This design comes from an exercise in tuning for small area and a short achievable clock period on the open sky130 flow, not from production work.
Function was not checked in any run shown here: the RTL went through the layout flow alone.

==> flow/design.v (outline; a module is shown in full before it is edited, if it fits) <==
// module lane_fma: 2565 lines
module lane_fma (
    input  wire        clk,
    input  wire        rst,
    input  wire        in_valid,
    input  wire [2:0]  in_op,
    input  wire [1:0]  in_mod,
    input  wire [31:0] in_a,
    input  wire [31:0] in_b,
    input  wire [31:0] in_c,
    output reg         out_valid,
    output reg  [31:0] out_res,
    output reg         out_clamp,
    output reg         out_bad
);
  // ...
==> flow/run.sh <==
#!/bin/bash
# synth_recipe.tcl (not shown) runs the flow's synth.tcl, then flattens the netlist and writes it again
# the make line also repeats each setting of config.mk as NAME=value (left out here)
make -C /OpenROAD-flow-scripts/flow DESIGN_CONFIG=/design/flow/config.mk WORK_HOME=/design/flow/orfs CLKGATE_MAP_FILE= SYNTH_SCRIPT=/design/flow/synth_recipe.tcl finish
==> flow/config.mk <==
export PLATFORM = sky130hd
export DESIGN_NAME = lane_fma
export DESIGN_NICKNAME = lane_fma
export VERILOG_FILES = /design/flow/design.v
export SDC_FILE = /design/flow/constraint.sdc
export NUM_CORES = 4
export LEC_CHECK = 0
export CAP_MARGIN = 20
export CORE_MARGIN = 2
export CORE_UTILIZATION = 40
export SETUP_SLACK_MARGIN = 5
export SLEW_MARGIN = 20
==> flow/constraint.sdc <==
create_clock -name core_clock -period 11.0 [get_ports {clk}]
set_input_delay 2.2000 -clock core_clock [delete_from_list [all_inputs] [get_ports {clk}]]
set_output_delay 2.2000 -clock core_clock [all_outputs]
set_load 0.01 [all_outputs]
==> impl_metrics.env, run 1 <==
export IMPL_start_util=0.405
export IMPL_cpMostUsedCell="fa_1"
export IMPL_wl_met1_mm=61.2
export IMPL_tightest_slew_ns=1.30
export IMPL_grt_max_degree=75
export IMPL_met1_usage=0.358
export IMPL_met2_usage=0.451
export IMPL_fin_crit_sh=0.530
export IMPL_holdPathStages=0
export IMPL_gr_usage_all_layers=0.280
export IMPL_dpl_cell_area_mm2=0.0445
export IMPL_synth_warnings=1
export IMPL_clkLatencyLatePin_ns=0.63
export IMPL_ys_seq_elements=394
export IMPL_cts_setup_buffers=0
export IMPL_synthFlopType="dfxtp_1"
export IMPL_status="timing/DRC/antenna clean"
export IMPL_hold_end="r3_sp_sgn"
export IMPL_hold_start="r2_sp_sgn"
export IMPL_wl_met2_mm=70.4
export IMPL_fillers=10200
export IMPL_setup_slack_ns=5.17
export IMPL_regMostFlops="r2_q"
export IMPL_diodes=4
export IMPL_worstHoldPathType="register to register"
export IMPL_synth_fa_ha_area_frac=0.203
export IMPL_dominant_cell_class="multi-input gates"
==> run 2: changes to the inputs <==
==> flow/flow/run.sh (new file) <==
#!/bin/bash
export SETUP_SLACK_MARGIN=6.5
bash standard.sh > standard.log 2>&1
==> flow/standard.sh (new file) <==
#!/bin/bash
# synth_recipe.tcl (not shown) runs the flow's synth.tcl, then flattens the netlist and writes it again
# the make line also repeats each setting of config.mk as NAME=value (left out here)
make -C /OpenROAD-flow-scripts/flow DESIGN_CONFIG=/design/flow/config.mk WORK_HOME=/design/flow/orfs CLKGATE_MAP_FILE= SYNTH_SCRIPT=/design/flow/synth_recipe.tcl "${@:-finish}"
--- a/flow/config.mk
+++ b/flow/config.mk
@@ -10,3 +10,2 @@
 export CORE_UTILIZATION = 40
-export SETUP_SLACK_MARGIN = 5
 export SLEW_MARGIN = 20
removed: flow/run.sh
==> run 2 against run 1 <==
  * Synthesized area stayed put
  * Clock-buffer cell count down 8
  * Still clean on timing, DRC and antenna
  * Global-route usage up 2.8 points
  * Critical path type unchanged
==> impl_metrics.env, run 2 <==
export IMPL_io_buffer_count=138
export IMPL_top_regs="r2_q: 127 flops, r3_mag: 77 flops, out_res: 32 flops"
export IMPL_ys_seq_area_frac=0.188
export IMPL_netlist_area_mm2=0.0420
export IMPL_worstHoldPathType="register to register"
export IMPL_rr_endpoint="r2_q[107]"
export IMPL_path_buf_inv=5
export IMPL_via_count=39700
export IMPL_cts_root_buf="clkbuf_16"
export IMPL_largest_reg_flops=127
export IMPL_synth_most_common_cell="dfxtp_1"
export IMPL_fp_dieH_um=328
export IMPL_fin_crit_sh=0.450
export IMPL_final_cell_mix="dfxtp_1 (360), nor2_1 (325), nand2_1 (322)"
export IMPL_antenna_found_initial=7
export IMPL_synthFlopType="dfxtp_1"
export IMPL_grt_max_degree=61
export IMPL_gr_usage_all_layers=0.308
export IMPL_yosys_top_cells_area="dfxtp_1 (19%), fa_1 (15%), xor2_1 (5.7%)"
export IMPL_fmax_mhz=202
export IMPL_die_area_mm2=0.108
export IMPL_critPathTopFamily="adder cells"
export IMPL_synth_warnings=1
export IMPL_cts_hold_buf=0
export IMPL_io_pins=139
export IMPL_path_max_fanout=12
export IMPL_synth_edff_count=0
export IMPL_critPathKind="register to register"
export IMPL_timing_final_crit_period_ns=4.95
export IMPL_holdWs_ns=0.327
export IMPL_cp_slowest_cell="fa_2"
export IMPL_ant_nets=0
export IMPL_dp_hpwl_mm=118
export IMPL_grt_pass1_wl_mm=251
export IMPL_reg2reg_setup_slack_ns=6.05
export IMPL_rows=118
export IMPL_async_flop_share=0
export IMPL_syn_mean_instance_area_um2=8.71
export IMPL_setup_tns_final_ns=0
export IMPL_status="timing/DRC/antenna clean"
export IMPL_regMostFlops="r2_q"
export IMPL_core_mm2=0.104
export IMPL_r2r_start="r1_shn[10]"
export IMPL_start_util=0.405
export IMPL_synth_top_area_share=0.188
export IMPL_dr_pass1_iters=9
export IMPL_synth_largest_area_cell="dfxtp_1"
export IMPL_tightest_slew_ns=0.922
export IMPL_fp_dieW_um=328
export IMPL_crit_arrival_ns=5.47
export IMPL_place_gp_congestion=0.987
export IMPL_nNetsFinal=5624
export IMPL_crit_path_end="r2_q[107]"
export IMPL_finalHoldViolCount=0
export IMPL_htreeDepth=2
export IMPL_area_growth_pct=26.2
export IMPL_cp_depth=17
export IMPL_grt_pass1_vias=38400
export IMPL_setup_viol=0
export IMPL_drv_cap=0
export IMPL_drv_slew=0
export IMPL_required_ns=11.51
export IMPL_syn_nets=5427
export IMPL_start_kind="register"
export IMPL_clk_pin_slew_ns=0.06
export IMPL_skew_ns=0.0381
export IMPL_critPathCaptureType="register"
export IMPL_cp_cell_sequence="nor2_4 > or2_4 > buf_16 > and2_4 > buf_12 > a22oi_2 > xor2_2 > fa_2 > fa_2 > fa_1 > fa_2 > inv_1 > fa_2 > inv_2 > fa_2 > inv_2 > fa_2"
export IMPL_ys_seq_elements=394
export IMPL_cp_startpoint="r1_shn[10]"
export IMPL_wl_per_cell_um=26.7
export IMPL_drive_above_1_share=0.253
export IMPL_numCtsBuffers=47
export IMPL_slew_headroom=0.385
export IMPL_via_per_inst=6.16
export IMPL_clk_path_buf_depth=3
export IMPL_synth_cell_type_count=111
export IMPL_netlist_top_cells_count="dfxtp_1 (394), nor2_1 (355), inv_1 (345), nand2_1 (330), fa_1 (308)"
export IMPL_cpPeakStageDelay_ns=0.60
export IMPL_route_detailed_drc=0
export IMPL_postSynthCellCount=4828
export IMPL_drtIter0Drc=4573
export IMPL_cpMostUsedCell="fa_2"
export IMPL_overflow=0
export IMPL_cts_sink_count=394
export IMPL_rsz0062_at_grt="yes"
export IMPL_final_common_cell="dfxtp_1"
export IMPL_cts_tree="done"
export IMPL_finalWirelength_mm=172
export IMPL_clkLatencyLatePin_ns=0.64
export IMPL_rr_worst_depth=17
run 2: kinds of logic (layout without fill, tap and decap cells):
logic type	Yosys count	count (layout)	synth area share
simple gates	1248	1250	0.148
compound gates	1168	1172	0.190
buf+inv	723	952	0.0673
xor+xnor	511	511	0.106
fa+ha+maj	498	498	0.203
flops	394	394	0.188
mux	286	286	0.0983
other cells	0	2	0
run 2: stage by stage:
stage                     worst slack (ns)  cells   util  cell area (µm²)
after floorplan                       6.19   4828      -            42800
after global placement                4.76   6070  0.433            45000
after detailed placement              4.58   6070  0.433            45000
after CTS                             6.06   6364  0.491            51000
after global routing                  5.95   6444  0.510            53100
final                                 6.05   6445  0.511            53100
run 2: what timing repair did:
action,4_1_cts,5_1_grt
gates resized for setup,525,306
cloned,33,6
hold endpoints to repair,0,0
pin swaps,153,156
setup endpoints to repair,206,118
setup buffers,174,73
run 2: final cells by class:
cell class / instances / area [µm²]
fillers: 9557 / 50900
multi-input cells: 3717 / 34600
flip-flops and latches: 394 / 7960
repair buffers: 511 / 5710
well taps: 1380 / 1730
inverters: 353 / 1390
clock buffers: 58 / 1290
clock inverters: 29 / 372
repair inverters: 1 / 8.76
diodes: 2 / 5.00
run 2: worst min-delay path by stage:
stage,from,to,slack (ns),depth (start not counted)
final,r2_mod[0],r3_mod[0],0.33,0
after global routing,r1_mod[1],r2_mod[1],0.34,0
after CTS,r2_mod[0],r3_mod[0],0.33,0
after detailed placement,r2_e76[0],r3_e76[0],0.31,0
after global placement,r1_sp_sgn,r2_sp_sgn,0.31,0
after floorplan,r1_mod[0],r2_mod[0],0.31,0
run 2: layer usage:
| metal | wire [µm] | track usage |
|---|---|---|
| met1 | 65500 | 0.379 |
| met2 | 77000 | 0.487 |
| met3 | 15900 | 0.0684 |
| met4 | 13400 | 0.197 |
| met5 | 62 | 0.00222 |
==> run 3: changes to the inputs <==
==> flow/flow/run.sh (replaced) <==
#!/bin/bash
export SETUP_SLACK_MARGIN=6
bash standard.sh > standard.log 2>&1
==> run 3 against run 2 <==
  * Sequential share of layout area grew 0.79 points
  * Utilization shrank 2.7 points
  * Die area is the same
  * Synthesized cell count is the same
  * Worst setup slack lost 0.16 ns
  * Synthesized area is the same
  * First-iteration DRC count grew 1.2%
  * Register-to-register slack lost 0.16 ns
  * Global-route usage shrank 1.7 points
==> impl_metrics.env, run 3 <==
export IMPL_tightest_slew_ns=1.09
export IMPL_place_gp_congestion=0.989
export IMPL_worstHoldPathType="register to register"
export IMPL_via_per_inst=6.13
export IMPL_path_max_fanout=25
export IMPL_rsz0062_at_grt="yes"
export IMPL_clkLatencyLatePin_ns=0.65
export IMPL_final_core_util=0.484
export IMPL_dp_hpwl_mm=116
export IMPL_htreeDepth=2
export IMPL_synth_cell_type_count=111
export IMPL_met1_usage=0.362
export IMPL_setup_tns_final_ns=0
export IMPL_drtIter0Drc=4628
export IMPL_dr_pass1_iters=6
export IMPL_met2_usage=0.468
export IMPL_grt_max_degree=61
export IMPL_cts_hold_buf=0
export IMPL_ys_seq_area_frac=0.188
export IMPL_skew_ns=0.0389
export IMPL_netlist_top_cells_count="dfxtp_1 (394), nor2_1 (355), inv_1 (345), nand2_1 (330), fa_1 (308)"
export IMPL_start_kind="register"
export IMPL_ys_seq_elements=394
export IMPL_ant_nets=0
export IMPL_synth_edff_count=0
export IMPL_grt_pass1_wl_mm=238
export IMPL_fmax_mhz=196
export IMPL_finalHoldViolCount=0
export IMPL_drv_cap=0
export IMPL_syn_mean_instance_area_um2=8.71
export IMPL_finalWirelength_mm=166
export IMPL_gr_usage_all_layers=0.291
export IMPL_crit_arrival_ns=5.61
export IMPL_async_flop_share=0
export IMPL_met3_usage=0.0553
export IMPL_via_count=38800
export IMPL_yosys_top_cells_area="dfxtp_1 (19%), fa_1 (15%), xor2_1 (5.7%)"
export IMPL_largest_reg_flops=127
export IMPL_postSynthCellCount=4828
export IMPL_setup_slack_ns=5.89
export IMPL_fin_crit_sh=0.465
export IMPL_die_area_mm2=0.108
export IMPL_fp_dieH_um=328
export IMPL_grt_busiest_layer="met2"
export IMPL_grt_pass1_vias=37100
export IMPL_setup_viol=0
export IMPL_start_util=0.405
export IMPL_cts_tree="done"
export IMPL_io_pins=139
export IMPL_route_detailed_drc=0
export IMPL_cts_root_buf="clkbuf_16"
export IMPL_critPathCaptureType="register"
export IMPL_nNetsFinal=5514
export IMPL_top_regs="r2_q: 127 flops, r3_mag: 77 flops, out_res: 32 flops"
export IMPL_clk_path_buf_depth=3
export IMPL_slew_headroom=0.273
export IMPL_dp_cells=6069
export IMPL_synthFlopType="dfxtp_1"
export IMPL_clk_pin_slew_ns=0.06
export IMPL_cts_sink_count=394
export IMPL_synth_most_common_cell="dfxtp_1"
export IMPL_place_ws_ns=4.55
export IMPL_numCtsBuffers=47
export IMPL_fillers=9896
export IMPL_wl_per_cell_um=26.2
export IMPL_overflow=0
export IMPL_antenna_found_initial=5
export IMPL_layout_cells_non_filler=6333
export IMPL_core_mm2=0.104
export IMPL_final_cell_mix="dfxtp_1 (371), inv_1 (339), nor2_1 (338)"
export IMPL_area_growth_pct=19.6
export IMPL_synth_top_area_share=0.188
export IMPL_final_common_cell="dfxtp_1"
export IMPL_regMostFlops="r2_q"
export IMPL_rows=118
export IMPL_timing_final_crit_period_ns=5.11
export IMPL_status="timing/DRC/antenna clean"
export IMPL_io_buffer_count=138
export IMPL_critPathKind="register to register"
export IMPL_syn_nets=5427
export IMPL_drive_above_1_share=0.174
export IMPL_required_ns=11.49
export IMPL_fp_dieW_um=328
export IMPL_netlist_area_mm2=0.0420
export IMPL_drv_slew=0
export IMPL_synth_largest_area_cell="dfxtp_1"
export IMPL_synth_warnings=1
==> run 3: cell counts after synthesis <==
No cell type changed its count.
==> run 3: final timing paths <==
kind / from / to / slack [ns] / cells after the start
min: r1_mod[0] / r2_mod[0] / 0.33 / 0
min reg2reg: r1_mod[0] / r2_mod[0] / 0.33 / 0
max: r1_yf[22] / r2_q[107] / 5.89 / 16
max reg2reg: r1_yf[22] / r2_q[107] / 5.89 / 16
==> run 3: critical path, stage by stage (launching register included) <==
cell and delay (ns):
dfxtp_1 0.54, inv_1 0.11, ha_1 0.28, buf_4 0.33
a22oi_1 0.14, xor2_1 0.16, nand2_1 0.09, fa_1 0.53
fa_2 0.39, fa_2 0.39, fa_1 0.55, inv_1 0.05
fa_1 0.49, inv_1 0.06, fa_2 0.33, inv_2 0.06
fa_1 0.45
==> run 3: timing repair <==
action | CTS | global route
gates resized for setup | 255 | 252
cloned | 19 | 17
endpoints found under the hold margin | 0 | 0
setup endpoints to repair | 106 | 53
pin swaps | 61 | 122
setup buffers | 72 | 69
==> run 3: area by class of cell <==
cell class,count,area [µm²],area share
antenna,1,2.50,0.0000498
clock buffer,60,1310,0.0260
clock inverter,26,328,0.00652
inverter,353,1350,0.0268
multi-input combinational,3713,33000,0.656
sequential,394,7940,0.158
tap,1380,1730,0.0343
timing repair buffer,406,4660,0.0927
==> run 3: logic make-up after synthesis <==
| family | share of synthesized area |
|---|---|
| XOR/XNOR | 0.106 |
| AO/OA/AOI/OAI | 0.190 |
| multiplexers | 0.0983 |
| buffers and inverters | 0.0673 |
| adder cells (fa/ha/maj) | 0.203 |
| AND/OR/NAND/NOR | 0.148 |
| flip-flops | 0.188 |
==> run 3: per-layer routing <==
metal	up-vias	wire length [µm]
met5	-	29
met4	4	13300
met3	654	15000
met2	2298	74100
met1	18600	63700
li1	17200	-
==> run 3: per-stage QoR <==
stage | instance area [µm²] | hold slack (ns)
3_3_place_gp | 44500 | 0.312
4_1_cts | 48300 | 0.325
2_1_floorplan | 42100 | 0.310
6_report | 50300 | 0.327
3_5_place_dp | 44500 | 0.312
5_1_grt | 50300 | 0.335
==> run 4: changes to the inputs <==
==> flow/flow/run.sh (replaced) <==
#!/bin/bash
# The standard layout (standard.sh, unchanged synthesis), with two
# settings outside config.mk's list: timing repair aims for 5 ns of setup
# slack, and the port buffers are buf_1 cells. make's full output goes to
# standard.log; each ORFS step logs under orfs/logs/.
export SETUP_SLACK_MARGIN=5
export BUFFER_PORTS_ARGS="-buffer_cell sky130_fd_sc_hd__buf_1"
bash standard.sh > standard.log 2>&1
--- a/flow/config.mk
+++ b/flow/config.mk
@@ -9,3 +9,4 @@
 export CORE_MARGIN = 2
-export CORE_UTILIZATION = 40
+export CORE_UTILIZATION = 65
+export CTS_BUF_LIST = sky130_fd_sc_hd__clkbuf_4 sky130_fd_sc_hd__clkbuf_8
 export SLEW_MARGIN = 20
==> run 4 against run 3 <==
  * Via count down 0.66%
  * Sequential share of layout area up 1.8 points
  * Synthesized cell count unchanged
  * Wire length decreased by 9.2%
  * Critical path type unchanged
  * Worst setup slack lost 0.76 ns
  * Die area fell by 38%
  * Final cell count shrank 10%
  * Synthesized area unchanged
  * Maximum frequency down 13%
==> impl_metrics.env, run 4 <==
export IMPL_drv_slew=0
export IMPL_io_pins=139
export IMPL_final_common_cell="dfxtp_1"
export IMPL_critPathTopFamily="adder cells"
export IMPL_drive_above_1_share=0.100
export IMPL_synth_warnings=1
export IMPL_place_gp_congestion=1.04
export IMPL_synth_xor_area_share=0.106
export IMPL_top_regs="r2_q: 127 flops, r3_mag: 77 flops, out_res: 32 flops"
export IMPL_final_cell_mix="dfxtp_1 (387), nor2_1 (351), inv_1 (344)"
export IMPL_grt_max_degree=75
export IMPL_synthMuxAreaShare=0.0983
export IMPL_drv_cap=0
export IMPL_synth_fa_ha_area_frac=0.203
export IMPL_finalHoldViolCount=0
export IMPL_slew_headroom=0.110
export IMPL_synth_most_common_cell="dfxtp_1"
export IMPL_async_flop_share=0
export IMPL_cts_root_buf="clkbuf_8"
export IMPL_synth_compound_area_share=0.190
export IMPL_cpMostUsedCell="fa_1"
export IMPL_ant_nets=0
export IMPL_setup_tns_final_ns=0
export IMPL_dr_pass1_iters=18
export IMPL_clkLatencyLatePin_ns=0.71
export IMPL_synth_top_area_share=0.188
export IMPL_ys_seq_area_frac=0.188
export IMPL_layout_cells_non_filler=5687
export IMPL_rsz0062_at_grt="yes"
export IMPL_numCtsBuffers=69
export IMPL_crit_arrival_ns=6.43
export IMPL_setup_slack_ns=5.12
export IMPL_fillers=5236
export IMPL_wl_per_cell_um=26.5
export IMPL_path_max_fanout=54
export IMPL_critPathKind="register to register"
export IMPL_io_buffer_count=138
export IMPL_cp_slowest_cell="buf_4"
export IMPL_die_area_mm2=0.0667
export IMPL_gr_usage_all_layers=0.445
export IMPL_regMostFlops="r2_q"
export IMPL_clk_path_buf_depth=3
export IMPL_place_ws_ns=4.60
export IMPL_cp_cell_sequence="nor2_4 > buf_4 > nor3b_2 > inv_4 > xnor2_1 > fa_1 > fa_1 > fa_1 > fa_1 > inv_1 > fa_1 > inv_1 > fa_1 > inv_1 > fa_1"
export IMPL_grt_pass1_wl_mm=227
export IMPL_dp_cells=5546
export IMPL_htreeDepth=3
export IMPL_skew_ns=0.0423
export IMPL_synth_edff_count=0
export IMPL_ys_seq_elements=394
export IMPL_setup_viol=0
export IMPL_nNetsFinal=5376
export IMPL_fp_dieW_um=258
export IMPL_route_detailed_drc=0
export IMPL_via_count=38600
export IMPL_netlist_top_cells_count="dfxtp_1 (394), nor2_1 (355), inv_1 (345), nand2_1 (330), fa_1 (308)"
export IMPL_yosys_area_share_simple=0.148
export IMPL_fmax_mhz=170
export IMPL_syn_mean_instance_area_um2=8.71
export IMPL_cts_sink_count=394
export IMPL_largest_reg_flops=127
export IMPL_start_util=0.655
export IMPL_synth_cell_type_count=111
export IMPL_rows=93
export IMPL_fp_dieH_um=258
export IMPL_clk_pin_slew_ns=0.06
export IMPL_syn_nets=5427
export IMPL_final_core_util=0.698
export IMPL_postSynthCellCount=4828
export IMPL_timing_final_crit_period_ns=5.88
export IMPL_critPathCaptureType="register"
export IMPL_cts_hold_buf=0
export IMPL_fin_crit_sh=0.534
export IMPL_start_kind="register"
export IMPL_overflow=0
export IMPL_netlist_area_mm2=0.0420
export IMPL_tightest_slew_ns=1.33
export IMPL_finalWirelength_mm=151
export IMPL_area_growth_pct=6.66
export IMPL_path_buf_inv=5
export IMPL_via_per_inst=6.78
export IMPL_synthFlopType="dfxtp_1"
export IMPL_grt_pass1_vias=37100
export IMPL_status="timing/DRC/antenna clean"
export IMPL_drtIter0Drc=4787
export IMPL_worstHoldPathType="register to register"
export IMPL_cts_tree="done"
export IMPL_required_ns=11.55
export IMPL_synth_largest_area_cell="dfxtp_1"
export IMPL_antenna_found_initial=7
export IMPL_core_mm2=0.0642
export IMPL_yosys_top_cells_area="dfxtp_1 (19%), fa_1 (15%), xor2_1 (5.7%)"
export IMPL_dp_hpwl_mm=112
export IMPL_synth_top_family_by_area="adder cells"
export IMPL_cpPeakStageDelay_ns=0.68
[run 4: cell count changes in the layout (fill, tap and decap cells not counted), moves of 37 or more]
cell             change
a22oi_1             +45
a22oi_2             -45
buf_1              +138
buf_4               -77
clkbuf_16           -64
clkbuf_8            +76
clkdlybuf4s50_1    -130
fa_1                +42
fa_2                -42
ha_1                +37
[run 4: area by class of cell]
class | count | area, µm² | share of cell area
Timing Repair Buffer | 244 | 1360 | 0.0302
Sequential cell | 394 | 7900 | 0.176
Antenna cell | 3 | 7.51 | 0.000167
Multi-Input combinational cell | 3715 | 31600 | 0.705
Clock buffer | 100 | 1280 | 0.0286
Tap cell | 855 | 1070 | 0.0239
Inverter | 353 | 1330 | 0.0297
Clock inverter | 23 | 279 | 0.00622
[run 4: through the flow]
step / area, µm² / hold slack [ns]
global placement: 43000 / 0.310
CTS: 44600 / 0.325
finish: 44800 / 0.326
global route: 44800 / 0.328
floorplan: 42000 / 0.310
detailed placement: 43000 / 0.312
[run 4: layer usage]
layer  routed length, µm  GRT usage
met1               54600      0.544
met4               12300      0.294
met2               67100      0.699
met3               16900      0.114
met5                  67          0
[run 4: final timing paths]
| path | start | endpoint | slack [ns] | depth (start not counted) |
|---|---|---|---|---|
| min | r2_e76[6] | r3_e76[6] | 0.33 | 0 |
| min reg2reg | r2_e76[6] | r3_e76[6] | 0.33 | 0 |
| max reg2reg | r1_zz | r2_q[107] | 5.12 | 15 |
| max | r1_zz | r2_q[107] | 5.12 | 15 |
[run 4: kinds of logic after synthesis]
kind of cell / count (synthesis)
and+or+nand+nor: 1248
adders and majority gates: 498
xor gates and xnor gates: 511
DFF: 394
buffers and inverters: 723
muxes: 286
AOI/OAI and AO/OA: 1168
[run 4: repair_timing]
item / 4_1_cts / 5_1_grt
endpoints found under the setup margin: 26 / 44
pin swaps: 2 / 6
cloned: 2 / 2
resized for setup: 6 / 35
buffers inserted: 1 / 10

[separate check: timing with driven ports]
Ports are ideal in the flow. The routed layouts listed here were re-timed in OpenROAD.
Step 1 assumes that a clkbuf_16 drives the clock port and a buf_2 every other input.
Step 2 times the ports against the registers' clock, not the clock port: input delays grow and output delays shrink by t, the midpoint of the rising clock arrivals with the driver on.
Three values: ideal, step 1, step 2; two values: the first two.
run	t, ns	setup slack, ns	hold WS [ns]	worst data-port slew with drivers (ns)
run 1	0.682	5.170 / 5.170 / 4.942	0.325 / 0.325 / 0.325	0.05
run 2	0.695	6.046 / 6.046 / 5.876	0.327 / 0.327 / 0.327	0.06
run 3	0.698	5.887 / 5.887 / 5.524	0.327 / 0.327 / 0.327	0.05
run 4	0.753	5.124 / 5.124 / 5.124	0.326 / 0.326 / 0.326	0.04
After both steps setup and hold are still met in every run listed. For run 3, which loses most, drivers alone change the setup slack by 0.000 ns; drivers and shift together by -0.363 ns.
